Context: an optimization exercise on an open-source flow, tuned for small area, a short achievable clock period and few clock cycles. The choices shown serve that exercise and are no tape-out recipe. The RTL was checked by simulation tests, not by an equivalence proof against the original design.

==> flow/design.v <==
module aes_sbox (
    input  wire [7:0] a,
    output wire [7:0] y
);
    wire U0, U1, U2, U3, U4, U5, U6, U7;
    assign {U0, U1, U2, U3, U4, U5, U6, U7} = a;
    wire T1, T2, T3, T4, T5, T6, T7, T8, T9, T10, T11, T12;
    wire T13, T14, T15, T16, T17, T18, T19, T20, T21, T22, T23, T24;
    wire T25, T26, T27, M1, M2, M3, M4, M5, M6, M7, M8, M9;
    wire M10, M11, M12, M13, M14, M15, M16, M17, M18, M19, M20, M21;
    wire M22, M23, M24, M25, M26, M27, M28, M29, M30, M31, M32, M33;
    wire M34, M35, M36, M37, M38, M39, M40, M41, M42, M43, M44, M45;
    wire M46, M47, M48, M49, M50, M51, M52, M53, M54, M55, M56, M57;
    wire M58, M59, M60, M61, M62, M63, L0, L1, L2, L3, L4, L5;
    wire L6, L7, L8, L9, L10, L11, L12, L13, L14, L15, L16, L17;
    wire L18, L19, L20, L21, L22, L23, L24, L25, L26, L27, L28, L29;
    wire S0, S1, S2, S3, S4, S5, S6, S7;
    assign T1 = U0 ^ U3;
    assign T2 = U0 ^ U5;
    assign T3 = U0 ^ U6;
    assign T4 = U3 ^ U5;
    assign T5 = U4 ^ U6;
    assign T6 = T1 ^ T5;
    assign T7 = U1 ^ U2;
    assign T8 = U7 ^ T6;
    assign T9 = U7 ^ T7;
    assign T10 = T6 ^ T7;
    assign T11 = U1 ^ U5;
    assign T12 = U2 ^ U5;
    assign T13 = T3 ^ T4;
    assign T14 = T6 ^ T11;
    assign T15 = T5 ^ T11;
    assign T16 = T5 ^ T12;
    assign T17 = T9 ^ T16;
    assign T18 = U3 ^ U7;
    assign T19 = T7 ^ T18;
    assign T20 = T1 ^ T19;
    assign T21 = U6 ^ U7;
    assign T22 = T7 ^ T21;
    assign T23 = T2 ^ T22;
    assign T24 = T2 ^ T10;
    assign T25 = T20 ^ T17;
    assign T26 = T3 ^ T16;
    assign T27 = T1 ^ T12;
    assign M1 = T13 & T6;
    assign M2 = T23 & T8;
    assign M3 = T14 ^ M1;
    assign M4 = T19 & U7;
    assign M5 = M4 ^ M1;
    assign M6 = T3 & T16;
    assign M7 = T22 & T9;
    assign M8 = T26 ^ M6;
    assign M9 = T20 & T17;
    assign M10 = M9 ^ M6;
    assign M11 = T1 & T15;
    assign M12 = T4 & T27;
    assign M13 = M12 ^ M11;
    assign M14 = T2 & T10;
    assign M15 = M14 ^ M11;
    assign M16 = M3 ^ M2;
    assign M17 = M5 ^ T24;
    assign M18 = M8 ^ M7;
    assign M19 = M10 ^ M15;
    assign M20 = M16 ^ M13;
    assign M21 = M17 ^ M15;
    assign M22 = M18 ^ M13;
    assign M23 = M19 ^ T25;
    assign M24 = M22 ^ M23;
    assign M25 = M22 & M20;
    assign M26 = M21 ^ M25;
    assign M27 = M20 ^ M21;
    assign M28 = M23 ^ M25;
    assign M29 = M28 & M27;
    assign M30 = M26 & M24;
    assign M31 = M20 & M23;
    assign M32 = M27 & M31;
    assign M33 = M27 ^ M25;
    assign M34 = M21 & M22;
    assign M35 = M24 & M34;
    assign M36 = M24 ^ M25;
    assign M37 = M21 ^ M29;
    assign M38 = M32 ^ M33;
    assign M39 = M23 ^ M30;
    assign M40 = M35 ^ M36;
    assign M41 = M38 ^ M40;
    assign M42 = M37 ^ M39;
    assign M43 = M37 ^ M38;
    assign M44 = M39 ^ M40;
    assign M45 = M42 ^ M41;
    assign M46 = M44 & T6;
    assign M47 = M40 & T8;
    assign M48 = M39 & U7;
    assign M49 = M43 & T16;
    assign M50 = M38 & T9;
    assign M51 = M37 & T17;
    assign M52 = M42 & T15;
    assign M53 = M45 & T27;
    assign M54 = M41 & T10;
    assign M55 = M44 & T13;
    assign M56 = M40 & T23;
    assign M57 = M39 & T19;
    assign M58 = M43 & T3;
    assign M59 = M38 & T22;
    assign M60 = M37 & T20;
    assign M61 = M42 & T1;
    assign M62 = M45 & T4;
    assign M63 = M41 & T2;
    assign L0 = M61 ^ M62;
    assign L1 = M50 ^ M56;
    assign L2 = M46 ^ M48;
    assign L3 = M47 ^ M55;
    assign L4 = M54 ^ M58;
    assign L5 = M49 ^ M61;
    assign L6 = M62 ^ L5;
    assign L7 = M46 ^ L3;
    assign L8 = M51 ^ M59;
    assign L9 = M52 ^ M53;
    assign L10 = M53 ^ L4;
    assign L11 = M60 ^ L2;
    assign L12 = M48 ^ M51;
    assign L13 = M50 ^ L0;
    assign L14 = M52 ^ M61;
    assign L15 = M55 ^ L1;
    assign L16 = M56 ^ L0;
    assign L17 = M57 ^ L1;
    assign L18 = M58 ^ L8;
    assign L19 = M63 ^ L4;
    assign L20 = L0 ^ L1;
    assign L21 = L1 ^ L7;
    assign L22 = L3 ^ L12;
    assign L23 = L18 ^ L2;
    assign L24 = L15 ^ L9;
    assign L25 = L6 ^ L10;
    assign L26 = L7 ^ L9;
    assign L27 = L8 ^ L10;
    assign L28 = L11 ^ L14;
    assign L29 = L11 ^ L17;
    assign S0 = L6 ^ L24;
    assign S1 = ~(L16 ^ L26);
    assign S2 = ~(L19 ^ L28);
    assign S3 = L6 ^ L21;
    assign S4 = L20 ^ L22;
    assign S5 = L25 ^ L29;
    assign S6 = ~(L13 ^ L27);
    assign S7 = ~(L6 ^ L23);
    assign y = {S0, S1, S2, S3, S4, S5, S6, S7};
endmodule
module aes_sbox_a (
    input  wire [7:0]  a,
    output wire [21:0] m
);
    wire U0, U1, U2, U3, U4, U5, U6, U7;
    assign {U0, U1, U2, U3, U4, U5, U6, U7} = a;
    wire T1, T2, T3, T4, T5, T6, T7, T8, T9, T10, T11, T12;
    wire T13, T14, T15, T16, T17, T18, T19, T20, T21, T22, T23, T24;
    wire T25, T26, T27, M1, M2, M3, M4, M5, M6, M7, M8, M9;
    wire M10, M11, M12, M13, M14, M15, M16, M17, M18, M19, M20, M21;
    wire M22, M23, M24, M25, M26, M27, M28, M29, M30, M31, M32, M33;
    wire M34, M35, M36, M37, M38, M39, M40;
    assign T1 = U0 ^ U3;
    assign T2 = U0 ^ U5;
    assign T3 = U0 ^ U6;
    assign T4 = U3 ^ U5;
    assign T5 = U4 ^ U6;
    assign T6 = T1 ^ T5;
    assign T7 = U1 ^ U2;
    assign T8 = U7 ^ T6;
    assign T9 = U7 ^ T7;
    assign T10 = T6 ^ T7;
    assign T11 = U1 ^ U5;
    assign T12 = U2 ^ U5;
    assign T13 = T3 ^ T4;
    assign T14 = T6 ^ T11;
    assign T15 = T5 ^ T11;
    assign T16 = T5 ^ T12;
    assign T17 = T9 ^ T16;
    assign T18 = U3 ^ U7;
    assign T19 = T7 ^ T18;
    assign T20 = T1 ^ T19;
    assign T21 = U6 ^ U7;
    assign T22 = T7 ^ T21;
    assign T23 = T2 ^ T22;
    assign T24 = T2 ^ T10;
    assign T25 = T20 ^ T17;
    assign T26 = T3 ^ T16;
    assign T27 = T1 ^ T12;
    assign M1 = T13 & T6;
    assign M2 = T23 & T8;
    assign M3 = T14 ^ M1;
    assign M4 = T19 & U7;
    assign M5 = M4 ^ M1;
    assign M6 = T3 & T16;
    assign M7 = T22 & T9;
    assign M8 = T26 ^ M6;
    assign M9 = T20 & T17;
    assign M10 = M9 ^ M6;
    assign M11 = T1 & T15;
    assign M12 = T4 & T27;
    assign M13 = M12 ^ M11;
    assign M14 = T2 & T10;
    assign M15 = M14 ^ M11;
    assign M16 = M3 ^ M2;
    assign M17 = M5 ^ T24;
    assign M18 = M8 ^ M7;
    assign M19 = M10 ^ M15;
    assign M20 = M16 ^ M13;
    assign M21 = M17 ^ M15;
    assign M22 = M18 ^ M13;
    assign M23 = M19 ^ T25;
    assign M24 = M22 ^ M23;
    assign M25 = M22 & M20;
    assign M26 = M21 ^ M25;
    assign M27 = M20 ^ M21;
    assign M28 = M23 ^ M25;
    assign M29 = M28 & M27;
    assign M30 = M26 & M24;
    assign M31 = M20 & M23;
    assign M32 = M27 & M31;
    assign M33 = M27 ^ M25;
    assign M34 = M21 & M22;
    assign M35 = M24 & M34;
    assign M36 = M24 ^ M25;
    assign M37 = M21 ^ M29;
    assign M38 = M32 ^ M33;
    assign M39 = M23 ^ M30;
    assign M40 = M35 ^ M36;
    assign m = {M37, M38, M39, M40, T6, T8, U7, T16, T9, T17, T15, T27, T10, T13, T23, T19, T3, T22, T20, T1, T4, T2};
endmodule
module aes_sbox_b (
    input  wire [21:0] m,
    output wire [7:0]  y
);
    wire M37, M38, M39, M40, T6, T8, U7, T16, T9, T17, T15, T27;
    wire T10, T13, T23, T19, T3, T22, T20, T1, T4, T2;
    assign {M37, M38, M39, M40, T6, T8, U7, T16, T9, T17, T15, T27, T10, T13, T23, T19, T3, T22, T20, T1, T4, T2} = m;
    wire M41, M42, M43, M44, M45, M46, M47, M48, M49, M50, M51, M52;
    wire M53, M54, M55, M56, M57, M58, M59, M60, M61, M62, M63, L0;
    wire L1, L2, L3, L4, L5, L6, L7, L8, L9, L10, L11, L12;
    wire L13, L14, L15, L16, L17, L18, L19, L20, L21, L22, L23, L24;
    wire L25, L26, L27, L28, L29;
    wire S0, S1, S2, S3, S4, S5, S6, S7;
    assign M41 = M38 ^ M40;
    assign M42 = M37 ^ M39;
    assign M43 = M37 ^ M38;
    assign M44 = M39 ^ M40;
    assign M45 = M42 ^ M41;
    assign M46 = M44 & T6;
    assign M47 = M40 & T8;
    assign M48 = M39 & U7;
    assign M49 = M43 & T16;
    assign M50 = M38 & T9;
    assign M51 = M37 & T17;
    assign M52 = M42 & T15;
    assign M53 = M45 & T27;
    assign M54 = M41 & T10;
    assign M55 = M44 & T13;
    assign M56 = M40 & T23;
    assign M57 = M39 & T19;
    assign M58 = M43 & T3;
    assign M59 = M38 & T22;
    assign M60 = M37 & T20;
    assign M61 = M42 & T1;
    assign M62 = M45 & T4;
    assign M63 = M41 & T2;
    assign L0 = M61 ^ M62;
    assign L1 = M50 ^ M56;
    assign L2 = M46 ^ M48;
    assign L3 = M47 ^ M55;
    assign L4 = M54 ^ M58;
    assign L5 = M49 ^ M61;
    assign L6 = M62 ^ L5;
    assign L7 = M46 ^ L3;
    assign L8 = M51 ^ M59;
    assign L9 = M52 ^ M53;
    assign L10 = M53 ^ L4;
    assign L11 = M60 ^ L2;
    assign L12 = M48 ^ M51;
    assign L13 = M50 ^ L0;
    assign L14 = M52 ^ M61;
    assign L15 = M55 ^ L1;
    assign L16 = M56 ^ L0;
    assign L17 = M57 ^ L1;
    assign L18 = M58 ^ L8;
    assign L19 = M63 ^ L4;
    assign L20 = L0 ^ L1;
    assign L21 = L1 ^ L7;
    assign L22 = L3 ^ L12;
    assign L23 = L18 ^ L2;
    assign L24 = L15 ^ L9;
    assign L25 = L6 ^ L10;
    assign L26 = L7 ^ L9;
    assign L27 = L8 ^ L10;
    assign L28 = L11 ^ L14;
    assign L29 = L11 ^ L17;
    assign S0 = L6 ^ L24;
    assign S1 = ~(L16 ^ L26);
    assign S2 = ~(L19 ^ L28);
    assign S3 = L6 ^ L21;
    assign S4 = L20 ^ L22;
    assign S5 = L25 ^ L29;
    assign S6 = ~(L13 ^ L27);
    assign S7 = ~(L6 ^ L23);
    assign y = {S0, S1, S2, S3, S4, S5, S6, S7};
endmodule
module aes_ring #(parameter TW = 2) (
    input  wire          clk,
    input  wire          rst,
    output wire          free,        
    input  wire          ins_v,
    input  wire [127:0]  ins_blk,     
    input  wire [TW-1:0] ins_tag,
    input  wire          key_go,      
    input  wire [255:0]  key,
    output wire          key_busy,    
    output wire          out_v,       
    output wire [127:0]  out_blk,
    output wire [TW-1:0] out_tag
);
    localparam MW = 16 * 22;
    reg [127:0]  xs [0:6];
    reg          xv [0:6];
    reg          xp [0:6];
    reg [TW-1:0] xt [0:6];
    reg [MW-1:0] ms [0:6];
    reg          mv [0:6];
    reg          mp [0:6];
    reg [TW-1:0] mt [0:6];
    reg [127:0]  rk [1:14];
    assign free = ~(mv[6] & ~mp[6]);
    function [7:0] xtime(input [7:0] b);
        xtime = {b[6:0], 1'b0} ^ (b[7] ? 8'h1b : 8'h00);
    endfunction
    function [127:0] shift_rows(input [127:0] s);
        integer r, c;
        begin
            for (c = 0; c < 4; c = c + 1)
                for (r = 0; r < 4; r = r + 1)
                    shift_rows[127 - 8*(4*c + r) -: 8] = s[127 - 8*(4*((c + r) % 4) + r) -: 8];
        end
    endfunction
    function [127:0] mix_columns(input [127:0] s);
        integer c;
        reg [7:0] a0, a1, a2, a3;
        begin
            for (c = 0; c < 4; c = c + 1) begin
                a0 = s[127 - 32*c -: 8];
                a1 = s[119 - 32*c -: 8];
                a2 = s[111 - 32*c -: 8];
                a3 = s[103 - 32*c -: 8];
                mix_columns[127 - 32*c -: 8] = xtime(a0 ^ a1) ^ a1 ^ (a2 ^ a3);
                mix_columns[119 - 32*c -: 8] = xtime(a1 ^ a2) ^ a2 ^ (a3 ^ a0);
                mix_columns[111 - 32*c -: 8] = xtime(a2 ^ a3) ^ a3 ^ (a0 ^ a1);
                mix_columns[103 - 32*c -: 8] = xtime(a3 ^ a0) ^ a0 ^ (a1 ^ a2);
            end
        end
    endfunction
    genvar s, i;
    generate
        for (s = 0; s < 7; s = s + 1) begin : g_st
            wire [MW-1:0] m;
            for (i = 0; i < 16; i = i + 1) begin : g_sa
                aes_sbox_a u_sa (.a(xs[s][127 - 8*i -: 8]), .m(m[MW - 1 - 22*i -: 22]));
            end
            always @(posedge clk) begin
                ms[s] <= m;
                mp[s] <= xp[s];
                mt[s] <= xt[s];
                if (rst) mv[s] <= 1'b0;
                else     mv[s] <= xv[s];
            end
            wire [127:0] sub;
            for (i = 0; i < 16; i = i + 1) begin : g_sb
                aes_sbox_b u_sb (.m(ms[s][MW - 1 - 22*i -: 22]), .y(sub[127 - 8*i -: 8]));
            end
            wire [127:0] sr  = shift_rows(sub);
            wire [127:0] rkr = mp[s] ? rk[s + 8] : rk[s + 1];
            wire [127:0] o   = mix_columns(sr) ^ rkr;
            if (s < 6) begin : g_mid
                always @(posedge clk) begin
                    xs[s+1] <= o;
                    xp[s+1] <= mp[s];
                    xt[s+1] <= mt[s];
                    if (rst) xv[s+1] <= 1'b0;
                    else     xv[s+1] <= mv[s];
                end
            end else begin : g_last
                wire recirc = mv[6] & ~mp[6];
                assign out_v   = mv[6] & mp[6];
                assign out_blk = sr ^ rk[14];
                assign out_tag = mt[6];
                always @(posedge clk) begin
                    xs[0]   <= recirc ? o : ins_blk;
                    xp[0]   <= recirc;
                    xt[0]   <= recirc ? mt[6] : ins_tag;
                    if (rst) xv[0] <= 1'b0;
                    else     xv[0] <= recirc | ins_v;
                end
            end
        end
    endgenerate
    reg  [4:0]   kc;
    reg  [255:0] kw;                  
    reg  [87:0]  km;
    assign key_busy = kc != 5'd0;
    wire [87:0]  kmn;
    wire [31:0]  ksw;
    generate
        for (i = 0; i < 4; i = i + 1) begin : g_ks
            aes_sbox_a u_ka (.a(kw[8*i +: 8]), .m(kmn[22*i +: 22]));
            aes_sbox_b u_kb (.m(km[22*i +: 22]), .y(ksw[8*i +: 8]));
        end
    endgenerate
    wire [3:0]  kk   = kc[4:1] + 4'd1;    
    reg  [7:0]  rcon;
    always @(*) begin
        case (kk[3:1])
            3'd1: rcon = 8'h01;
            3'd2: rcon = 8'h02;
            3'd3: rcon = 8'h04;
            3'd4: rcon = 8'h08;
            3'd5: rcon = 8'h10;
            3'd6: rcon = 8'h20;
            default: rcon = 8'h40;
        endcase
    end
    wire [31:0] kt = kk[0] ? ksw : ({ksw[23:0], ksw[31:24]} ^ {rcon, 24'h0});
    wire [31:0] w0 = kw[255:224], w1 = kw[223:192], w2 = kw[191:160], w3 = kw[159:128];
    wire [31:0] w01 = w0 ^ w1;
    wire [127:0] knew = {w0 ^ kt, w01 ^ kt, (w01 ^ w2) ^ kt, (w01 ^ (w2 ^ w3)) ^ kt};
    integer r;
    always @(posedge clk) begin
        if (key_go) kw <= key;
        else if (kc[0] && kc != 5'd1) kw <= {kw[127:0], knew};
        km <= kmn;
        if (kc == 5'd1) rk[1] <= kw[127:0];
        for (r = 2; r <= 14; r = r + 1)
            if (kc == 2*r - 1) rk[r] <= knew;
        if (rst)
            kc <= 5'd0;
        else if (key_go)
            kc <= 5'd1;
        else if (kc != 5'd0)
            kc <= (kc == 5'd27) ? 5'd0 : kc + 5'd1;
    end
endmodule
module gcm_top (
    input  wire         clk,
    input  wire         rst,
    input  wire         cmd_valid,
    output wire         cmd_ready,
    input  wire [2:0]   cmd_op,
    input  wire [255:0] cmd_data,
    input  wire [4:0]   cmd_nbytes,
    output reg          out_valid,
    output reg          out_tag,
    output reg  [127:0] out_data
);
    localparam OP_KEY = 3'd0, OP_START = 3'd1, OP_AAD = 3'd2, OP_TEXT = 3'd3, OP_FINISH = 3'd4;
    localparam D  = 20;                 
    localparam Q  = 20;                  
    localparam K_CTR = 2'd0, K_J0 = 2'd1, K_H = 2'd2;
    reg         rdy;
    reg         s1_v, sk_v;
    reg [2:0]   s1_op, sk_op;
    reg [255:0] s1_d, sk_d;
    reg [4:0]   s1_n, sk_n;
    assign cmd_ready = rdy;
    wire xfer = cmd_valid & rdy;
    reg [255:0] key;
    reg [95:0]  ivk;           
    reg [31:0]  ctr;           
    reg         hq, jq;        
    reg         f_spec;        
    reg         f_open;        
    reg signed [6:0] f_dlt;    
    reg [5:0]   fly;           
    reg [5:0]   cnt;           
    reg [4:0]   rd, wr;
    reg [127:0] ks  [0:D-1];
    reg [1:0]   ksk [0:D-1];
    reg [2:0]   cq_op [0:Q-1];
    reg [127:0] cq_d  [0:Q-1];
    reg [4:0]   cq_n  [0:Q-1];     
    reg [56:0]  len_a;         
    reg [60:0]  len_c;         
    reg [5:0]   cq_cnt;
    reg [4:0]   cq_rd, cq_wr;
    reg         decrypt;
    reg [127:0] h, ej0;
    reg [127:0] gin;
    reg         gin_v, gin_last, gin_h2;
    wire s1_key = s1_op == OP_KEY;
    wire s1_st  = s1_op == OP_START;
    wire s1_txt = s1_op == OP_TEXT;
    wire s1_fin = s1_op == OP_FINISH;
    wire s1_use = s1_op <= OP_FINISH;        
    wire f_done = ~f_open & ~f_dlt[6];       
    wire cq_full = cq_cnt == Q;
    wire k_busy;
    wire s1_can = ~s1_use | (~cq_full & (s1_key ? (f_done & ~hq & ~jq & ~k_busy) :
                                         s1_st  ? (f_done & ~jq) : 1'b1));
    wire s1_go  = s1_v & s1_can;
    wire enq    = s1_go & s1_use;
    wire s1_free = ~s1_v | s1_can;
    wire e_key  = s1_go & s1_key;
    wire e_st   = s1_go & s1_st;
    wire e_txt  = s1_go & s1_txt;
    wire e_fin  = s1_go & s1_fin;
    wire e_aad  = s1_go & (s1_op == OP_AAD);
    wire         r_free, r_ov;
    wire [127:0] r_out;
    wire [1:0]   r_otag;
    wire room    = ({1'b0, cnt} + {1'b0, fly}) < D;
    wire ins_h   = hq;
    wire ins_j   = ~hq & jq;
    wire ins_c   = ~hq & ~jq & (f_open | f_dlt[6]);
    wire ins_v   = (ins_h | ins_j | ins_c) & room;
    wire do_ins  = ins_v & r_free;
    wire [95:0]  ins_hi = ins_h ? key[255:160] : ivk;
    wire [31:0]  ins_lo = (ins_h ? 32'd0 : ins_j ? 32'd1 : ctr) ^ key[159:128];
    wire [1:0]   ins_tag = ins_h ? K_H : ins_j ? K_J0 : K_CTR;
    aes_ring #(.TW(2)) u_ring (
        .clk(clk), .rst(rst), .free(r_free), .ins_v(ins_v), .ins_blk({ins_hi, ins_lo}),
        .ins_tag(ins_tag), .key_go(do_ins & ins_h), .key(key), .key_busy(k_busy),
        .out_v(r_ov), .out_blk(r_out), .out_tag(r_otag)
    );
    wire [2:0]   c_op  = cq_op[cq_rd];
    wire [127:0] c_d   = cq_d[cq_rd];
    wire [4:0]   c_n   = cq_n[cq_rd];
    wire         c_v   = cq_cnt != 6'd0;
    wire         k_v   = cnt != 6'd0;
    wire [127:0] k_d   = ks[rd];
    wire [1:0]   k_k   = ksk[rd];
    wire c_key = c_op == OP_KEY;
    wire c_st  = c_op == OP_START;
    wire c_aad = c_op == OP_AAD;
    wire c_txt = c_op == OP_TEXT;
    wire c_fin = c_op == OP_FINISH;
    wire junk  = c_v & (c_key | c_st) & k_v & (k_k == K_CTR);
    wire g_busy;
    wire g_idle = ~gin_v & ~g_busy;
    wire x_key = c_v & c_key & k_v & (k_k == K_H) & g_idle;
    wire x_st  = c_v & c_st & k_v & (k_k == K_J0) & g_idle;
    wire x_aad = c_v & c_aad;
    wire x_txt = c_v & c_txt & k_v;
    wire x_fin = c_v & c_fin;
    wire deq   = x_key | x_st | x_aad | x_txt | x_fin;
    wire pop   = junk | x_key | x_st | x_txt;
    wire push  = r_ov;
    function [63:0] incr64(input [63:0] v);
        integer k;
        begin
            for (k = 0; k < 64; k = k + 1)
                incr64[k] = v[k] ^ (&(v | ~((64'd1 << k) - 64'd1)));
        end
    endfunction
    function [127:0] byte_mask(input [4:0] n);
        integer k;
        begin
            for (k = 0; k < 16; k = k + 1)
                byte_mask[127 - 8*k -: 8] = (k < n) ? 8'hFF : 8'h00;
        end
    endfunction
    wire [127:0] tmask = byte_mask(c_n);
    wire [127:0] ctext = (c_d ^ k_d) & tmask;
    wire [127:0] ptext = c_d & tmask;
    wire [4:0]   n_eff = (s1_n == 5'd0 || s1_n > 5'd16) ? 5'd16 : s1_n;
    wire [63:0]  inc_a = incr64({7'd0, len_a});
    wire [5:0]   lc_lo = {1'b0, len_c[4:0]} + {1'b0, n_eff};
    wire [63:0]  inc_c = incr64({8'd0, len_c[60:5]});
    wire [55:0]  lc_hi = lc_lo[5] ? inc_c[55:0] : len_c[60:5];
    wire         g_last;
    wire [127:0] g_sum;
    ghash_pipe u_gh (
        .clk(clk), .rst(rst), .clr(x_key | x_st), .in_v(gin_v), .in_x(gin),
        .in_last(gin_last), .in_h2(gin_h2), .h(h), .busy(g_busy),
        .o_last(g_last), .o_sum(g_sum)
    );
    always @(posedge clk) begin
        if (s1_free) begin
            s1_op <= sk_v ? sk_op : cmd_op;
            s1_d  <= sk_v ? sk_d  : cmd_data;
            s1_n  <= sk_v ? sk_n  : cmd_nbytes;
        end
        if (~sk_v) begin
            sk_op <= cmd_op;
            sk_d  <= cmd_data;
            sk_n  <= cmd_nbytes;
        end
        if (e_key) key <= s1_d;
        if (e_st) ivk <= s1_d[95:0] ^ key[255:160];
        if (e_st)
            ctr <= 32'd2;
        else if (do_ins & ins_c)
            ctr <= ctr + 32'd1;
        if (enq) begin
            cq_op[cq_wr] <= s1_op;
            cq_d[cq_wr]  <= s1_fin ? {len_a, 7'd0, len_c, 3'd0} : s1_d[127:0];
            cq_n[cq_wr]  <= n_eff;
        end
        if (push) begin
            ks[wr]  <= r_out;
            ksk[wr] <= r_otag;
        end
        if (x_key) h <= k_d;
        if (x_st) begin
            ej0     <= k_d;
            decrypt <= c_d[96];
        end
        gin_last <= x_fin | x_key;
        gin_h2   <= x_key;
        if (x_key) gin <= k_d;
        if (x_aad | x_fin) gin <= c_d;
        if (x_txt) gin <= decrypt ? ptext : ctext;
        if (e_st) begin
            len_a <= 57'd0;
            len_c <= 61'd0;
        end else begin
            if (e_aad) len_a <= inc_a[56:0];
            if (e_txt) len_c <= {lc_hi, lc_lo[4:0]};
        end
        out_data <= x_txt ? ctext : (g_sum ^ ej0);    
        out_tag <= g_last;
        if (rst) begin
            s1_v      <= 1'b0;
            sk_v      <= 1'b0;
            rdy       <= 1'b0;
            hq        <= 1'b0;
            jq        <= 1'b0;
            f_spec    <= 1'b0;
            f_open    <= 1'b0;
            f_dlt     <= 7'sd0;
            fly       <= 6'd0;
            cnt       <= 6'd0;
            rd        <= 5'd0;
            wr        <= 5'd0;
            cq_cnt    <= 6'd0;
            cq_rd     <= 5'd0;
            cq_wr     <= 5'd0;
            gin_v     <= 1'b0;
            out_valid <= 1'b0;
        end else begin
            if (s1_free) s1_v <= sk_v | xfer;
            sk_v <= ~s1_free & (sk_v | xfer);
            rdy  <= ~(~s1_free & (sk_v | xfer));
            if (e_key) hq <= 1'b1;
            else if (do_ins & ins_h) hq <= 1'b0;
            if (e_st) jq <= 1'b1;
            else if (do_ins & ins_j) jq <= 1'b0;
            if (e_st) f_spec <= 1'b1;
            else if (e_fin | e_txt) f_spec <= 1'b0;
            if (e_st) f_open <= 1'b1;
            else if (e_fin) f_open <= 1'b0;
            if (e_st)
                f_dlt <= 7'sd0;
            else
                f_dlt <= f_dlt + {6'd0, do_ins & ins_c} - {6'd0, e_txt};
            fly <= fly + {5'd0, do_ins} - {5'd0, r_ov};
            cnt <= cnt + {5'd0, push} - {5'd0, pop};
            if (push) wr <= (wr == D - 1) ? 5'd0 : wr + 5'd1;
            if (pop)  rd <= (rd == D - 1) ? 5'd0 : rd + 5'd1;
            cq_cnt <= cq_cnt + {5'd0, enq} - {5'd0, deq};
            if (enq) cq_wr <= (cq_wr == Q - 1) ? 5'd0 : cq_wr + 5'd1;
            if (deq) cq_rd <= (cq_rd == Q - 1) ? 5'd0 : cq_rd + 5'd1;
            gin_v <= x_key | x_aad | x_txt | x_fin;
            out_valid <= x_txt | g_last;
        end
    end
endmodule
module clmul #(parameter N = 16) (
    input  wire [N-1:0]   a,
    input  wire [N-1:0]   b,
    output wire [2*N-2:0] p
);
    generate
        if (N <= 8) begin : g_school
            reg [2*N-2:0] r;
            integer i, j;
            always @(*) begin
                r = {(2*N-1){1'b0}};
                for (i = 0; i < N; i = i + 1)
                    for (j = 0; j < N; j = j + 1)
                        r[i+j] = r[i+j] ^ (a[i] & b[j]);
            end
            assign p = r;
        end else begin : g_kara
            localparam H = N / 2;
            wire [2*H-2:0] p0, p1, p2;
            clmul #(H) u_lo  (.a(a[H-1:0]), .b(b[H-1:0]), .p(p0));
            clmul #(H) u_hi  (.a(a[N-1:H]), .b(b[N-1:H]), .p(p2));
            clmul #(H) u_mid (.a(a[H-1:0] ^ a[N-1:H]), .b(b[H-1:0] ^ b[N-1:H]), .p(p1));
            wire [2*H-2:0] m = p1 ^ (p0 ^ p2);
            assign p = {p2, 1'b0, p0} ^ {{(H-1){1'b0}}, m, {H{1'b0}}};
        end
    endgenerate
endmodule
module kpre #(parameter N = 128, parameter L = 27) (
    input  wire [N-1:0]    a,
    input  wire [N-1:0]    b,
    output wire [16*L-1:0] la,
    output wire [16*L-1:0] lb
);
    generate
        if (N == 16) begin : g_leaf
            assign la = a;
            assign lb = b;
        end else begin : g_node
            localparam H = N / 2, LH = L / 3;
            kpre #(H, LH) u_lo  (.a(a[H-1:0]), .b(b[H-1:0]),
                                 .la(la[16*LH-1:0]), .lb(lb[16*LH-1:0]));
            kpre #(H, LH) u_hi  (.a(a[N-1:H]), .b(b[N-1:H]),
                                 .la(la[32*LH-1:16*LH]), .lb(lb[32*LH-1:16*LH]));
            kpre #(H, LH) u_mid (.a(a[H-1:0] ^ a[N-1:H]), .b(b[H-1:0] ^ b[N-1:H]),
                                 .la(la[48*LH-1:32*LH]), .lb(lb[48*LH-1:32*LH]));
        end
    endgenerate
endmodule
module kpost #(parameter N = 128, parameter L = 27) (
    input  wire [31*L-1:0] lp,
    output wire [2*N-2:0]  p
);
    generate
        if (N == 16) begin : g_leaf
            assign p = lp;
        end else begin : g_node
            localparam H = N / 2, LH = L / 3;
            wire [2*H-2:0] p0, p1, p2;
            kpost #(H, LH) u_lo  (.lp(lp[31*LH-1:0]),       .p(p0));
            kpost #(H, LH) u_hi  (.lp(lp[62*LH-1:31*LH]),   .p(p2));
            kpost #(H, LH) u_mid (.lp(lp[93*LH-1:62*LH]),   .p(p1));
            wire [2*H-2:0] m = p1 ^ (p0 ^ p2);
            assign p = {p2, 1'b0, p0} ^ {{(H-1){1'b0}}, m, {H{1'b0}}};
        end
    endgenerate
endmodule
module ghash_pipe (
    input  wire         clk,
    input  wire         rst,
    input  wire         clr,        
    input  wire         in_v,       
    input  wire [127:0] in_x,
    input  wire         in_last,    
    input  wire         in_h2,      
    input  wire [127:0] h,
    output wire         busy,       
    output reg          o_last,     
    output wire [127:0] o_sum       
);
    reg [127:0] y0, y1, h2;
    reg         par;                
    wire [127:0] a  = (par ? y1 : y0) ^ in_x;
    wire [127:0] b  = in_last ? h : h2;
    wire [127:0] ar, br;
    genvar i;
    generate
        for (i = 0; i < 128; i = i + 1) begin : g_rev
            assign ar[i] = a[127 - i];
            assign br[i] = b[127 - i];
        end
    endgenerate
    wire [16*27-1:0] la, lb;
    kpre #(128, 27) u_pre (.a(ar), .b(br), .la(la), .lb(lb));
    wire [31*27-1:0] lp;
    generate
        for (i = 0; i < 27; i = i + 1) begin : g_leaf
            clmul #(16) u_m (.a(la[16*i +: 16]), .b(lb[16*i +: 16]), .p(lp[31*i +: 31]));
        end
    endgenerate
    reg [31*27-1:0] s_lp;
    reg             s_v, s_par, s_last, s_h2;
    wire [254:0] p;
    kpost #(128, 27) u_post (.lp(s_lp), .p(p));
    wire [126:0] hi = p[254:128];
    wire [133:0] f  = ({7'b0, hi} ^ {6'b0, hi, 1'b0}) ^ ({5'b0, hi, 2'b0} ^ {hi, 7'b0});
    wire [5:0]   g  = f[133:128];
    wire [12:0]  gf = ({7'b0, g} ^ {6'b0, g, 1'b0}) ^ ({5'b0, g, 2'b0} ^ {g, 7'b0});
    wire [127:0] zr = (p[127:0] ^ f[127:0]) ^ {115'b0, gf};
    wire [127:0] z;
    generate
        for (i = 0; i < 128; i = i + 1) begin : g_zrev
            assign z[127 - i] = zr[i];
        end
    endgenerate
    assign busy  = s_v;
    assign o_sum = y0 ^ y1;
    always @(posedge clk) begin
        s_lp   <= lp;
        s_par  <= par;
        s_last <= in_last;
        s_h2   <= in_h2;
        if (s_v & s_h2)               h2 <= z;
        if (s_v & ~s_h2 & ~s_par)     y0 <= z;
        else if (clr)                 y0 <= 128'd0;
        if (s_v & ~s_h2 & s_par)      y1 <= z;
        else if (clr)                 y1 <= 128'd0;
        if (rst) begin
            s_v    <= 1'b0;
            par    <= 1'b0;
            o_last <= 1'b0;
        end else begin
            s_v    <= in_v;
            o_last <= s_v & s_last & ~s_h2;
            if (clr)       par <= 1'b0;
            else if (in_v) par <= ~par;
        end
    end
endmodule
==> flow/flow/run.sh <==
#!/bin/bash
set -euo pipefail
bash standard.sh SETUP_SLACK_MARGIN=7.3 finish > flow.log 2>&1
==> flow/standard.sh <==
#!/bin/bash
# synth_recipe.tcl (not shown) runs the flow's synth.tcl, then flattens the netlist and writes it again
# the make line also repeats each setting of config.mk as NAME=value (left out here)
make -C /OpenROAD-flow-scripts/flow DESIGN_CONFIG=/design/flow/config.mk WORK_HOME=/design/flow/orfs CLKGATE_MAP_FILE= SYNTH_SCRIPT=/design/flow/synth_recipe.tcl "${@:-finish}"
==> flow/config.mk <==
export PLATFORM = sky130hd
export DESIGN_NAME = gcm_top
export DESIGN_NICKNAME = gcm_top
export VERILOG_FILES = /design/flow/design.v
export SDC_FILE = /design/flow/constraint.sdc
export NUM_CORES = 8
export LEC_CHECK = 0
export ABC_CLOCK_PERIOD_IN_PS = 5000
export CAP_MARGIN = 40
export CORE_MARGIN = 2
export CORE_UTILIZATION = 55
export PLACE_DENSITY = 0.7
export SLEW_MARGIN = 40
==> flow/constraint.sdc <==
create_clock -name core_clock -period 11.0 [get_ports {clk}]
set_input_delay 2.2000 -clock core_clock [delete_from_list [all_inputs] [get_ports {clk}]]
set_output_delay 2.2000 -clock core_clock [all_outputs]
set_load 0.01 [all_outputs]
==> impl_metrics.csv, run 1 <==
group,metric,value,unit
route,wl_met2,1180000,um
worst_setup_path,cp_max_fo,58,
sta,finClkSkew,0.197,ns
floorplan,start_util,55.1,%
route,dr.max_layer_used,"met5",
logic_synthesis,synth_ff_type,"edfxtp_1",
clock_network,cts.sinks,13700,
worst_setup_path,path_class,"reg -> reg",
min_path,min_path_type,"reg -> reg",
flow_run,drv_cap,0,
place,dp_slack,4.67,ns
logic_synthesis,synth.most_common_cell,"xnor2_1",
clock_network,ctsHoldBuffers,0,
logic_synthesis,synth_nets,59200,
route,wl_met1,1040000,um
clock_network,cts-root-buf,"clkbuf_16",
floorplan,row_count,415,
sta,setup_violations,0,
sta,rsz0062_at_grt,"true",
global_routing,grt_pass1_wl,3830000,um
clock_network,tritoncts,"built",
sta,fin_tns_setup,0,ns
sta,finalCriticalPeriod,4.70,ns
route,drtIter0Drc,81300,
sta,clock.fmax,213,MHz
final_layout,final_area,868000,um2
clock_network,cts_buffers,1499,
place,placed_area,747000,um2
global_routing,grt_max_degree,128,
worst_setup_path,slowest_delay,1.09,ns
global_routing,antenna_found_initial,444,
logic_synthesis,synthArstFlopShare,0,%
logic_synthesis,seq_area_frac_synth,51.6,%
route,drc,0,
route,via_per_inst,6.18,
logic_synthesis,synth_top_area_share,37.4,%
global_routing,grt_overflow_total,0,
clock_network,clock_path_buffers,6,
min_path,holdPathStages,0,
place,dpl.hpwl,1980000,um
worst_setup_path,slowest_stage,"mux2i_2",
floorplan,coreArea,1270000,um2
worst_setup_path,startpoint_type,"flip-flop",
route,wl_per_cell,36.3,um
floorplan,fp.dieW,1130,um
clock_network,path_clk_slew,0.06,ns
logic_synthesis,synth.avg_cell_area,12.0,um2
global_routing,grt_pass1_vias,458000,
sta,drv_slew,0,
sta,min_period_over_period,42.7,%
logic_synthesis,synth_area,702000,um2
sta,slew_headroom,4.07,%
logic_synthesis,yosys_warnings,22,
place,io_buffer_count,397,
logic_synthesis,synth_area_leaders,"edfxtp_1 (37%), xnor2_1 (18%), dfxtp_1 (14%)",
final_layout,final_nets,63700,
sta,worstMarginPinSlew,1.41,ns
logic_synthesis,yosysUniqueCellTypes,82,
route,drt-total-wl,2980000,um
route,first_pass_iters,11,
final_layout,fillCellCount,88700,
sta,hold_viol,0,
final_layout,drive_gt1_share,22.2,%
logic_synthesis,ys_ff_latch,13700,
worst_setup_path,reg2regPathDepth,9,
route,met3_length,485000,um
floorplan,io_pins,398,
outcome,status,"no timing/DRC/antenna violations",
logic_synthesis,synth_edf_count,8753,
final_layout,area.growth.synth_to_final,23.6,%
worst_setup_path,crit_chain,"buf_16 -> buf_6 -> buf_6 -> mux4_2 -> mux4_2 -> mux2i_2 -> inv_1 -> o21ai_0 -> o22ai_2",
worst_setup_path,cp.arrival,5.83,ns
logic_synthesis,syn_inst,58600,
route,ant_nets,0,
logic_synthesis,synth_common_cells,"xnor2_1 (14.3k), edfxtp_1 (8753), nand2_1 (7995)",
clock_network,insertion_delay,1.45,ns
place,gp_congestion,1.10,
logic_synthesis,synth.largest_area_cell,"edfxtp_1",
sta,setup_slack,6.30,ns
floorplan,die-area,1290000,um2
floorplan,die_h,1130,um
route,vias,507000,
worst_setup_path,end_kind,"flip-flop",
worst_setup_path,critPathRequiredTime,12.12,ns
global_routing,grt_usage,43.4,%
clock_network,cts-htree-levels,7,
[cell usage in the layout (no fill, tap or decap), types with 688 or more instances in the layout]
cell / synthesis / routed
clkbuf_16: 0 / 1596
xnor2_2: 131 / 1648
buf_12: 0 / 699
buf_4: 17 / 2703
xor2_1: 6435 / 5513
o21ai_0: 1196 / 1073
xnor2_1: 14300 / 12200
mux2_2: 722 / 688
buf_6: 22 / 821
nand2_1: 7995 / 7841
inv_1: 1198 / 1148
mux4_2: 1595 / 1595
diode_2: 0 / 845
nor2_1: 2679 / 2495
edfxtp_1: 8753 / 8753
dfxtp_1: 4960 / 4608
a21oi_1: 1140 / 1105
mux2i_1: 1666 / 1314
[critical path, delay by kind of cell (launching register included)]
kind                   cells  cell delay (ns)
AOI/OAI and AO/OA          2             0.41
buffers and inverters      4             1.52
DFF                        1             0.44
muxes                      3             2.03
[final cells by class]
type,count,area [um2],share of cell area (%)
clock buffer,1981,41500,4.79
antenna,845,2110,0.244
timing repair buffer,5025,58600,6.75
multi-input combinational,41700,370000,42.6
tap,16900,21100,2.43
sequential,13700,363000,41.8
clock inverter,683,7080,0.816
timing repair inverter,4,60.1,0.00692
inverter,1201,4670,0.538
[stage by stage]
stage	util (%)	cells	hold slack, ns
finish	68.1	82000	0.313
global route	68.0	81500	0.318
CTS	65.8	80200	0.312
detailed placement	58.6	75800	0.312
global placement	58.0	75700	0.310
floorplan	-	58600	0.310
[cells by family (layout without fill, tap and decap cells)]
family	Yosys count	count (layout)	share of synthesized area [%]
DFF	13700	13700	51.6
xor gates and xnor gates	21200	21200	27.1
other	0	845	0
muxes	3984	3984	8.65
buffers and inverters	3294	8894	1.85
and+or+nand+nor	12300	12300	7.10
AOI/OAI and AO/OA	3865	3865	3.20
adders and majority gates	306	306	0.551
[metal layers]
layer	up-vias	GRT usage, %
met5	-	0.885
met4	229	30.5
met3	10100	19.7
met2	40600	58.4
met1	249000	55.4
li1	207000	-
[worst paths after layout]
| check | startpoint | end | slack, ns |
|---|---|---|---|
| worst min-delay path | u_ring.xt[5][0] | u_ring.mt[5][0] | 0.31 |
| worst min register to register | u_ring.xt[5][0] | u_ring.mt[5][0] | 0.31 |
| worst max-delay path | flip-flop | gin[97] | 6.30 |
| worst max register to register | flip-flop | gin[97] | 6.30 |
[repair_timing]
item / in CTS / in global routing
setup endpoints to repair: 8793 / 4083
setup buffers: 1530 / 897
gates resized for setup: 4879 / 2712
pin swaps: 766 / 1255
gates cloned: 196 / 67
[registers in the layout, indices dropped and copies added, names as in the netlist, 60 cells and up, named ones only]
name,flops
u_ring.ms,2464
gin,128
u_ring.km,88
u_gh.y0,128
len_c,61
s1_d,256
u_gh.h2,128
cq_n,100
u_ring.kw,256
cq_op,60
ej0,128
u_ring.rk,1792
ks,2560
ivk,96
u_gh.y1,128
h,128
out_data,128
u_gh.s_lp,837
key,256
sk_d,256
cq_d,2560
u_ring.xs,896
Testbench counts, summed over its fixed seeds: cycles 2,649.
==> inputs of run 2 (changes only) <==
==> flow/flow/run.sh (replaced) <==
#!/bin/bash
set -euo pipefail
bash standard.sh SETUP_SLACK_MARGIN=7.0 finish > flow.log 2>&1
--- a/flow/config.mk
+++ b/flow/config.mk
@@ -8,6 +8,5 @@
 export ABC_CLOCK_PERIOD_IN_PS = 5000
 export CAP_MARGIN = 40
 export CORE_MARGIN = 2
-export CORE_UTILIZATION = 55
-export PLACE_DENSITY = 0.7
+export CORE_UTILIZATION = 40
 export SLEW_MARGIN = 40
==> run 2 against run 1 <==
Clock skew fell by 0.035 ns. Via count down 6.6%. Critical path type unchanged. Cell count is 5.7% higher. Still clean on timing, DRC and antenna. Sequential share of layout area increased by 1.4 points. First-iteration DRC count decreased by 19%. Core utilization is 20 points lower. Critical endpoint is now u_gh.y0[66]. Synthesized area stayed put. Sequential cell count did not move. Count of clock-buffer cells in the layout is 12 higher. Synthesized cell count unchanged.
==> impl_metrics.csv, run 2 <==
group,metric,value,unit
outcome,status,"no timing/DRC/antenna violations",
logic_synthesis,syn_inst,58600,
logic_synthesis,synth_edf_count,8753,
final_layout,multiInputGateArea,352000,um2
logic_synthesis,synth.avg_cell_area,12.0,um2
min_path,min_path_type,"reg -> reg",
worst_setup_path,critPathLaunch,"u_gh.s_lp[152]",
global_routing,antenna_found_initial,386,
sta,min_period_over_period,39.0,%
route,first_pass_iters,6,
worst_setup_path,startpoint_type,"flip-flop",
clock_network,cts.sinks,13700,
final_layout,drive_gt1_share,17.3,%
floorplan,die_h,1330,um
clock_network,cts-root-buf,"clkbuf_16",
sta,hold_viol,0,
final_layout,fillCellCount,155000,
clock_network,clock_path_buffers,6,
floorplan,start_util,40.1,%
global_routing,grt_usage,30.6,%
logic_synthesis,synth_area,702000,um2
floorplan,io_pins,398,
clock_network,path_clk_slew,0.06,ns
logic_synthesis,yosys_warnings,22,
logic_synthesis,synth_area_leaders,"edfxtp_1 (37%), xnor2_1 (18%), dfxtp_1 (14%)",
worst_setup_path,cp_max_fo,3,
sta,clock.fmax,233,MHz
sta,worstMarginPinSlew,1.14,ns
sta,drv_slew,0,
clock_network,cts_buffers,1528,
final_layout,regArea,363000,um2
route,ant_nets,0,
worst_setup_path,critPathRequiredTime,12.06,ns
logic_synthesis,synthArstFlopShare,0,%
worst_setup_path,end_kind,"flip-flop",
logic_synthesis,synth.largest_area_cell,"edfxtp_1",
clock_network,cts-htree-levels,7,
place,io_buffer_count,397,
route,drc,0,
final_layout,final_nets,62200,
final_layout,final_common_cell,"xnor2_1",
worst_setup_path,path_class,"reg -> reg",
logic_synthesis,synth_common_cells,"xnor2_1 (14.3k), edfxtp_1 (8753), nand2_1 (7995)",
logic_synthesis,synth_top_area_share,37.4,%
worst_setup_path,reg2reg_from,"u_gh.s_lp[152]",
floorplan,row_count,486,
sta,slew_headroom,23.9,%
global_routing,grt_pass1_vias,437000,
clock_network,ctsHoldBuffers,0,
logic_synthesis,yosysUniqueCellTypes,82,
floorplan,coreArea,1750000,um2
place,gp_congestion,1.06,
flow_run,drv_cap,0,
place,dpl.hpwl,2050000,um
logic_synthesis,seq_area_frac_synth,51.6,%
sta,hold_slack,0.307,ns
clock_network,insertion_delay,1.39,ns
floorplan,fp.dieW,1330,um
final_layout,reg_top3,"cq_d x2560, ks x2560, u_ring.ms x2464",
global_routing,grt_overflow_total,0,
final_layout,area.growth.synth_to_final,19.5,%
route,wl_per_cell,32.5,um
route,drt-total-wl,2820000,um
floorplan,die-area,1770000,um2
sta,finalCriticalPeriod,4.29,ns
final_layout,final_cell_mix,"xnor2_1 (13.1k), edfxtp_1 (8753), nand2_1 (7963)",
sta,setup_violations,0,
logic_synthesis,ys_ff_latch,13700,
logic_synthesis,synth.most_common_cell,"xnor2_1",
route,drtIter0Drc,66000,
sta,rsz0062_at_grt,"true",
logic_synthesis,synth_ff_type,"edfxtp_1",
clock_network,tritoncts,"built",
logic_synthesis,synth_nets,59200,
min_path,holdCritStartpoint,"gin_h2",
route,vias,473000,
sta,finClkSkew,0.162,ns
global_routing,grt_max_degree,129,
worst_setup_path,cp.arrival,5.35,ns
global_routing,grt_pass1_wl,3730000,um
route,via_per_inst,5.46,
## run 2: final cells by class
| type | count | area share [%] |
|---|---|---|
| multi-input combinational | 41600 | 41.9 |
| timing repair buffer | 3584 | 4.77 |
| antenna | 598 | 0.178 |
| inverter | 1201 | 0.546 |
| timing repair inverter | 1 | 0.00104 |
| tap | 23200 | 3.46 |
| sequential | 13700 | 43.2 |
| clock inverter | 748 | 0.899 |
| clock buffer | 1993 | 5.03 |
## run 2: critical path: stages, from the launching register on
cell and delay (ns):
dfxtp_1 0.37, xnor2_1 0.48, xor2_1 0.25, xnor2_1 0.45, xnor2_1 0.17, buf_4 0.24
xnor2_1 0.20, xnor2_4 0.60, xor2_1 0.34, xnor2_2 0.77, nor2_1 0.12
## run 2: worst paths after layout
path                       to  slack, ns  cells past startpoint
hold / removal      u_gh.s_h2       0.31                      0
setup reg to reg  u_gh.y0[66]       6.71                     10
setup / recovery  u_gh.y0[66]       6.71                     10
hold reg to reg     u_gh.s_h2       0.31                      0
## run 2: logic make-up after synthesis
kind of cell / share of synthesized area [%]
simple gates: 7.10
flops: 51.6
buf+inv: 1.85
xor+xnor: 27.1
mux: 8.65
compound gates: 3.20
fa+ha+maj: 0.551
## run 2: repair_timing
item / CTS / global route
gates cloned: 66 / 53
endpoints found under the setup margin: 7483 / 2414
buffers inserted: 531 / 586
pin swaps: 207 / 312
resized for setup: 2926 / 1111
## run 2: per-stage QoR
step | utilization, % | instances | cell area, um2 | setup WS [ns] | setup TNS, ns
after floorplan | - | 58600 | 702000 | -11.87 | -3038.77
after global placement | 42.6 | 82000 | 747000 | 4.70 | 0
after detailed placement | 43.1 | 82100 | 754000 | 4.67 | 0
after CTS | 47.1 | 85400 | 824000 | 6.68 | 0
after global routing | 47.9 | 86400 | 839000 | 6.65 | 0
final | 47.9 | 86700 | 839000 | 6.71 | 0
## run 2: layer usage
| metal | part of all wire [%] | vias up | track usage (%) |
|---|---|---|---|
| met2 | 41 | 26800 | 43.1 |
| met1 | 40 | 238000 | 41.6 |
| met4 | 6.8 | 88 | 17.4 |
| met5 | 0.071 | - | 0.0671 |
| li1 | - | 204000 | - |
| met3 | 12 | 4925 | 9.39 |
==> inputs of run 3 (changes only) <==
--- a/flow/design.v
+++ b/flow/design.v
@@ -609,9 +609,7 @@
         end
         gin_last <= x_fin | x_key;
         gin_h2   <= x_key;
-        if (x_key) gin <= k_d;
-        if (x_aad | x_fin) gin <= c_d;
-        if (x_txt) gin <= decrypt ? ptext : ctext;
+        gin <= x_key ? k_d : ~x_txt ? c_d : decrypt ? ptext : ctext;
         if (e_st) begin
             len_a <= 57'd0;
             len_c <= 61'd0;
@@ -747,8 +745,9 @@
     output wire [127:0] o_sum       
 );
     reg [127:0] y0, y1, h2;
+    reg         e0, e1;             
     reg         par;                
-    wire [127:0] a  = (par ? y1 : y0) ^ in_x;
+    wire [127:0] a  = (par ? (e1 ? 128'd0 : y1) : (e0 ? 128'd0 : y0)) ^ in_x;
     wire [127:0] b  = in_last ? h : h2;
     wire [127:0] ar, br;
     genvar i;
@@ -782,7 +781,7 @@
         end
     endgenerate
     assign busy  = s_v;
-    assign o_sum = y0 ^ y1;
+    assign o_sum = (e0 ? 128'd0 : y0) ^ (e1 ? 128'd0 : y1);
     always @(posedge clk) begin
         s_lp   <= lp;
         s_par  <= par;
@@ -790,16 +789,20 @@
         s_h2   <= in_h2;
         if (s_v & s_h2)               h2 <= z;
         if (s_v & ~s_h2 & ~s_par)     y0 <= z;
-        else if (clr)                 y0 <= 128'd0;
         if (s_v & ~s_h2 & s_par)      y1 <= z;
-        else if (clr)                 y1 <= 128'd0;
         if (rst) begin
             s_v    <= 1'b0;
             par    <= 1'b0;
+            e0     <= 1'b1;
+            e1     <= 1'b1;
             o_last <= 1'b0;
         end else begin
             s_v    <= in_v;
             o_last <= s_v & s_last & ~s_h2;
+            if (s_v & ~s_h2 & ~s_par)    e0 <= 1'b0;
+            else if (clr)                e0 <= 1'b1;
+            if (s_v & ~s_h2 & s_par)     e1 <= 1'b0;
+            else if (clr)                e1 <= 1'b1;
             if (clr)       par <= 1'b0;
             else if (in_v) par <= ~par;
         end
==> flow/flow/run.sh (replaced) <==
#!/bin/bash
set -euo pipefail
bash standard.sh SETUP_SLACK_MARGIN=7.3 finish > flow.log 2>&1
--- a/flow/config.mk
+++ b/flow/config.mk
@@ -8,5 +8,6 @@
 export ABC_CLOCK_PERIOD_IN_PS = 5000
 export CAP_MARGIN = 40
 export CORE_MARGIN = 2
-export CORE_UTILIZATION = 40
+export CORE_UTILIZATION = 55
+export PLACE_DENSITY = 0.7
 export SLEW_MARGIN = 40
==> run 3 against run 2 <==
Die area fell by 27%. Worst hold slack got worse by 0.046 ns. Via count rose by 5.0%. Cell count fell by 5.7%. Register-to-register slack got worse by 0.54 ns. Synthesized cell count rose by 0.47%.
==> impl_metrics.csv, run 3 <==
group,metric,value,unit
outcome,status,"no timing/DRC/antenna violations",
route,drt-total-wl,2950000,um
sta,fin_tns_setup,0,ns
route,ant_nets,0,
sta,finalCriticalPeriod,4.83,ns
place,dpl.hpwl,2020000,um
clock_network,clock_path_buffers,6,
logic_synthesis,yosys_warnings,22,
min_path,holdPathStages,0,
final_layout,final_nets,63700,
sta,clock.fmax,207,MHz
logic_synthesis,seq_area_frac_synth,51.4,%
final_layout,drive_gt1_share,22.1,%
worst_setup_path,cp.arrival,6.10,ns
floorplan,die_h,1130,um
final_layout,fillCellCount,90800,
route,dr.max_layer_used,"met5",
sta,min_period_over_period,43.9,%
worst_setup_path,critPathRequiredTime,12.27,ns
logic_synthesis,syn_inst,58900,
worst_setup_path,path_class,"reg -> reg",
final_layout,final_core_util,67.8,%
sta,worstMarginPinSlew,1.16,ns
global_routing,grt_max_degree,152,
route,first_pass_iters,9,
logic_synthesis,synthArstFlopShare,0,%
sta,hold_viol,0,
sta,rsz0062_at_grt,"true",
worst_setup_path,cp_max_fo,6,
sta,setup_violations,0,
final_layout,reg_top3,"cq_d x2560, ks x2560, u_ring.ms x2464",
place,io_buffer_count,397,
min_path,min_path_type,"reg -> reg",
final_layout,regArea,362000,um2
route,drtIter0Drc,77700,
route,wl_met1,1060000,um
floorplan,coreArea,1270000,um2
sta,drv_slew,0,
final_layout,multiInputGateArea,369000,um2
logic_synthesis,synth_nets,59500,
worst_setup_path,regToRegSetupSlack,6.17,ns
logic_synthesis,synth_top_area_share,36.9,%
clock_network,ctsHoldBuffers,0,
final_layout,final_common_cell,"xnor2_1",
clock_network,cts-htree-levels,7,
logic_synthesis,yosysUniqueCellTypes,85,
logic_synthesis,synth.avg_cell_area,11.9,um2
global_routing,grt_pass1_vias,455000,
final_layout,area.growth.synth_to_final,22.9,%
worst_setup_path,r2r_end,"cq_rd[4]",
worst_setup_path,critPathCapture,"cq_rd[4]",
global_routing,grt_usage,43.4,%
clock_network,cts_buffers,1491,
route,met3_length,437000,um
logic_synthesis,synth_ff_type,"edfxtp_1",
clock_network,path_clk_slew,0.07,ns
clock_network,cts.sinks,13700,
route,via_per_inst,6.08,
floorplan,io_pins,398,
worst_setup_path,startpoint_type,"flip-flop",
route,wl_met2,1190000,um
floorplan,start_util,55.2,%
route,wl_per_cell,36.0,um
logic_synthesis,synth_area,702000,um2
global_routing,antenna_found_initial,368,
floorplan,die-area,1280000,um2
route,drc,0,
logic_synthesis,synth_edf_count,8625,
worst_setup_path,reg2regPathDepth,24,
logic_synthesis,synth.most_common_cell,"xnor2_1",
route,vias,497000,
clock_network,cts-root-buf,"clkbuf_16",
worst_setup_path,end_kind,"flip-flop",
global_routing,grt_overflow_total,0,
logic_synthesis,ys_ff_latch,13700,
logic_synthesis,synth.largest_area_cell,"edfxtp_1",
final_layout,final_cell_mix,"xnor2_1 (12.8k), edfxtp_1 (8625), nor2_1 (6568)",
logic_synthesis,synth_common_cells,"xnor2_1 (15.3k), edfxtp_1 (8625), nor2_1 (7031)",
clock_network,insertion_delay,1.42,ns
place,gp_congestion,1.06,
floorplan,row_count,414,
floorplan,fp.dieW,1130,um
place,placed_area,747000,um2
global_routing,grt_pass1_wl,3820000,um
flow_run,drv_cap,0,
logic_synthesis,synth_area_leaders,"edfxtp_1 (37%), xnor2_1 (19%), dfxtp_1 (15%)",
sta,slew_headroom,23.0,%
final_layout,final_area,862000,um2
sta,finClkSkew,0.216,ns
clock_network,tritoncts,"built",
-- run 3: cell count changes in the layout (fill, tap and decap cells not counted), sizes merged, moves of 90 or more --
| cell | change |
|---|---|
| nor3b | +104 |
| xor2 | -1299 |
| a21oi | +222 |
| o22ai | -181 |
| nand2 | -4705 |
| nand2b | +123 |
| o21ai | +143 |
| buf | +1219 |
| dfxtp | +130 |
| nor2 | +4363 |
| xnor2 | +1015 |
| mux2 | -90 |
| edfxtp | -128 |
| nor2b | +145 |
-- run 3: area by class of cell --
class	count	area share [%]
sequential	13700	41.9
antenna	604	0.175
inverter	1113	0.506
clock inverter	709	0.785
timing repair buffer	4826	6.45
tap	16800	2.44
multi-input combinational	42000	42.8
clock buffer	1948	4.82
timing repair inverter	19	0.0386
-- run 3: how the worst min path moves through the flow --
stage	slack (ns)	to	from
after global routing	0.27	u_ring.xt[4][1]	u_ring.mt[3][1]
after detailed placement	0.31	u_ring.mp[1]	u_ring.xp[1]
after CTS	0.24	u_ring.mt[4][0]	u_ring.xt[4][0]
after global placement	0.31	u_ring.mt[5][0]	u_ring.xt[5][0]
final	0.26	u_ring.xt[4][1]	u_ring.mt[3][1]
after floorplan	0.31	u_gh.s_h2	gin_h2
-- run 3: layer usage --
metal	global-route usage, %	vias to the layer above
met1	56.9	245000
met2	59.7	36400
li1	-	208000
met4	30.2	92
met5	0.389	-
met3	15.7	7786
-- run 3: cells by family (layout without fill, tap and decap cells) --
family | after synthesis | count (layout) | synth area share, %
xor+xnor | 20900 | 20900 | 26.6
flops | 13700 | 13700 | 51.4
simple gates | 12500 | 12500 | 7.49
compound gates | 4360 | 4360 | 3.68
mux | 3841 | 3842 | 8.43
buf+inv | 3240 | 8615 | 1.79
fa+ha+maj | 306 | 306 | 0.551
other cells | 0 | 604 | 0
-- run 3: through the flow --
stage	worst slack, ns	hold slack, ns	std cells
final	6.17	0.262	81800
after global routing	6.16	0.268	81400
after CTS	6.32	0.243	80300
after detailed placement	4.47	0.312	76000
after global placement	4.11	0.310	75900
after floorplan	-11.75	0.310	58900
-- run 3: repair_timing --
item	4_1_cts	5_1_grt
endpoints found under the setup margin	9091	4336
hold endpoints to repair	0	0
pin swaps	1257	1740
gates cloned	134	48
setup buffers	1425	831
resized for setup	4968	3106
-- run 3: worst max-delay path, cell delays in order (launching register included) --
cell and delay (ns):
dfxtp_4 0.49, buf_16 0.16, buf_4 0.11, mux4_2 0.52
a22oi_2 0.22, a21oi_1 0.14, a21oi_4 0.27, nand2_2 0.16
or4_4 0.67, buf_16 0.18, nand2b_4 0.13, nand2b_4 0.24
buf_4 0.14, buf_6 0.08, buf_6 0.08, buf_6 0.08
buf_6 0.08, buf_6 0.08, buf_6 0.08, buf_6 0.08
buf_6 0.08, buf_6 0.10, nand2_4 0.06, o21a_1 0.19
o32ai_2 0.24
Testbench counts of run 3, summed over its fixed seeds: cycles 2,649.
==> inputs of run 4 (changes only) <==
==> flow/flow/run.sh (replaced) <==
#!/bin/bash
set -euo pipefail
bash standard.sh SETUP_SLACK_MARGIN=6.8 finish > flow.log 2>&1
--- a/flow/config.mk
+++ b/flow/config.mk
@@ -8,6 +8,5 @@
 export ABC_CLOCK_PERIOD_IN_PS = 5000
 export CAP_MARGIN = 40
 export CORE_MARGIN = 2
-export CORE_UTILIZATION = 55
-export PLACE_DENSITY = 0.7
+export CORE_UTILIZATION = 40
 export SLEW_MARGIN = 40
==> run 4 against run 3 <==
The layout now fails its checks (antenna rules). Setup slack improved by 0.29 ns. Count of clock-buffer cells in the layout increased by 112. Routed wire length shrank 4.8%. Clock skew fell by 0.059 ns. Maximum frequency grew 6.3%. Final area down 4.3%. Synthesized area did not move. Via count is 5.4% lower. Sequential share of layout area is 1.8 points higher. Global-route usage fell by 13 points. Cell count increased by 5.6%. Die area is 37% higher.
==> impl_metrics.csv, run 4 <==
group,metric,value,unit
outcome,status,"failed layout checks",
outcome,failed_checks,"antenna rules",
logic_synthesis,yosysUniqueCellTypes,85,
worst_setup_path,startpoint_type,"flip-flop",
sta,worstMarginPinSlew,1.32,ns
route,drt-total-wl,2810000,um
global_routing,grt_pass1_vias,437000,
clock_network,cts-htree-levels,7,
place,placed_area,755000,um2
global_routing,antenna_found_initial,345,
sta,setup_violations,0,
floorplan,io_pins,398,
logic_synthesis,synth.largest_area_cell,"edfxtp_1",
worst_setup_path,path_class,"reg -> reg",
worst_setup_path,critPathRequiredTime,12.01,ns
final_layout,final_common_cell,"xnor2_1",
logic_synthesis,synth_edf_count,8625,
logic_synthesis,synth.avg_cell_area,11.9,um2
worst_setup_path,slowest_stage,"xor2_1",
sta,min_period_over_period,41.3,%
final_layout,reg_top3,"cq_d x2560, ks x2560, u_ring.ms x2464",
clock_network,cts-root-buf,"clkbuf_16",
clock_network,clock_path_buffers,6,
sta,drv_slew,0,
logic_synthesis,synthArstFlopShare,0,%
final_layout,final_cell_count_no_fill,86300,
sta,slew_headroom,11.9,%
sta,clock.fmax,220,MHz
worst_setup_path,crit_chain,"xor2_2 -> xnor2_1 -> xnor2_1 -> xnor2_1 -> xnor2_1 -> xnor2_1 -> xnor2_1 -> xnor2_1 -> xor2_1",
sta,hold_viol,0,
place,dpl.hpwl,2080000,um
route,first_pass_iters,7,
global_routing,grt_max_degree,149,
floorplan,fp.dieW,1330,um
worst_setup_path,crit_top_cell,"xnor2_1",
logic_synthesis,seq_area_frac_synth,51.4,%
global_routing,grt_overflow_total,0,
logic_synthesis,synth.most_common_cell,"xnor2_1",
sta,rsz0062_at_grt,"true",
sta,finalCriticalPeriod,4.54,ns
floorplan,die-area,1760000,um2
route,drc,0,
floorplan,die_h,1330,um
global_routing,grt_usage,30.7,%
logic_synthesis,synth_area,702000,um2
logic_synthesis,synth_nets,59500,
sta,hold_slack,0.308,ns
logic_synthesis,syn_inst,58900,
clock_network,cts.sinks,13700,
route,vias,470000,
floorplan,row_count,486,
clock_network,ctsHoldBuffers,0,
route,via_per_inst,5.45,
logic_synthesis,yosys_warnings,22,
final_layout,final_cell_mix,"xnor2_1 (14.2k), edfxtp_1 (8625), nor2_1 (6944)",
route,ant_nets,3,
sta,setup_slack,6.46,ns
final_layout,final_nets,62000,
sta,fin_tns_setup,0,ns
worst_setup_path,slowest_delay,0.99,ns
min_path,min_path_type,"reg -> reg",
worst_setup_path,cp_max_fo,3,
clock_network,insertion_delay,1.41,ns
place,io_buffer_count,397,
final_layout,final_area,826000,um2
min_path,holdCritStartpoint,"u_ring.mt[0][0]",
final_layout,drive_gt1_share,15.7,%
logic_synthesis,synth_common_cells,"xnor2_1 (15.3k), edfxtp_1 (8625), nor2_1 (7031)",
worst_setup_path,crit_family,"XOR/XNOR gates",
route,wl_per_cell,32.5,um
clock_network,cts_buffers,1550,
place,dp_slack,4.95,ns
worst_setup_path,worst-path-buf-inv,0,
worst_setup_path,cp.arrival,5.55,ns
worst_setup_path,critPathLaunch,"u_gh.s_lp[47]",
global_routing,grt_pass1_wl,3730000,um
final_layout,final_core_util,47.2,%
clock_network,tritoncts,"built",
floorplan,coreArea,1750000,um2
final_layout,area.growth.synth_to_final,17.7,%
sta,finClkSkew,0.156,ns
worst_setup_path,end_kind,"flip-flop",
clock_network,path_clk_slew,0.06,ns
place,gp_congestion,1.05,
logic_synthesis,synth_ff_type,"edfxtp_1",
worst_setup_path,reg2reg_from,"u_gh.s_lp[47]",
logic_synthesis,synth_top_area_share,36.9,%
route,drtIter0Drc,64700,
flow_run,drv_cap,0,
logic_synthesis,synth_area_leaders,"edfxtp_1 (37%), xnor2_1 (19%), dfxtp_1 (15%)",
logic_synthesis,ys_ff_latch,13700,
place,dp.cells,82400,
floorplan,start_util,40.1,%
==> run 4: cell types whose count changed in the layout (fill, tap and decap cells not counted), sizes merged, moves of 2 or more <==
cell / previous run / this run
and2: 217 / 214
and3: 74 / 72
buf: 4445 / 2712
bufbuf: 61 / 32
bufinv: 105 / 136
clkbuf: 2003 / 2090
clkinv: 466 / 474
clkinvlp: 84 / 72
diode: 604 / 512
inv: 1186 / 1155
nor2: 7043 / 7041
==> run 4: layer usage <==
metal / share of wire, % / vias up / global-route usage [%]
met3: 11 / 4453 / 8.32
met5: 0.014 / - / 0
met2: 41 / 25000 / 43.7
met1: 41 / 236000 / 42.4
met4: 6.4 / 62 / 16.5
li1: - / 205000 / -
==> run 4: cell type report <==
| type | instances | area [um2] |
|---|---|---|
| multi-input cells | 42000 | 347000 |
| flip-flops and latches | 13700 | 361000 |
| clock inverters | 723 | 7460 |
| inverters | 1113 | 4310 |
| clock buffers | 2060 | 43500 |
| fillers | 157000 | 924000 |
| well taps | 23200 | 29000 |
| diodes | 512 | 1280 |
| repair buffers | 3040 | 31700 |
| repair inverters | 1 | 5.00 |
==> run 4: final timing paths <==
kind | end | slack, ns | cells after the start
worst max register to register | u_gh.h2[127] | 6.46 | 9
worst max-delay path | u_gh.h2[127] | 6.46 | 9
worst min register to register | u_ring.xt[1][0] | 0.31 | 0
worst min-delay path | u_ring.xt[1][0] | 0.31 | 0
==> run 4: cell families (layout without fill, tap and decap cells) <==
logic type      Yosys count  after routing  synth area share, %
flops                 13700          13700                 51.4
simple gates          12500          12500                 7.49
mux                    3841           3841                 8.43
buf+inv                3240           6937                 1.79
compound gates         4360           4360                 3.68
fa+ha+maj               306            306                0.551
xor+xnor              20900          20900                 26.6
other cells               0            512                    0
==> run 4: what timing repair did <==
item	4_1_cts	5_1_grt
gates resized for setup	1982	596
pin swaps	132	214
gates cloned	50	26
hold endpoints to repair	0	0
endpoints found under the setup margin	4742	1374
setup buffers	256	254
==> run 4: worst register-to-register path: cells and delay by family (launching register included) <==
family	cells	cell delay (ns)
xor gates and xnor gates	9	3.81
DFF	1	0.36

-- static timing again, ports no longer ideal --
In the flow no input, the clock included, has a driving cell. The finished layouts below were timed again as built, in two steps. Step 1 (the two cells are an assumption about what drives the block):
set clk [get_ports {clk}]
set_driving_cell -lib_cell sky130_fd_sc_hd__clkbuf_16 $clk
set_driving_cell -lib_cell sky130_fd_sc_hd__buf_2 [delete_from_list [all_inputs] $clk]
Step 2 moves the port delays by t, midway between the first and last clock arrival at a register: inputs arrive t later, outputs are due t later. That takes back most of the time a late clock gives input paths. Three values: no drivers, after step 1, after step 2; two values: the first two.
run | t (ns) | setup WS [ns] | worst data-port slew with drivers (ns)
run 1 | 1.531 | 6.298 / 6.298 / 6.298 | 0.48
run 2 | 1.492 | 6.714 / 6.584 / 6.714 | 0.09
run 3 | 1.512 | 6.173 / 6.173 / 6.173 | 0.12
run 4 | 1.521 | 6.460 / 6.460 / 6.460 | 0.20
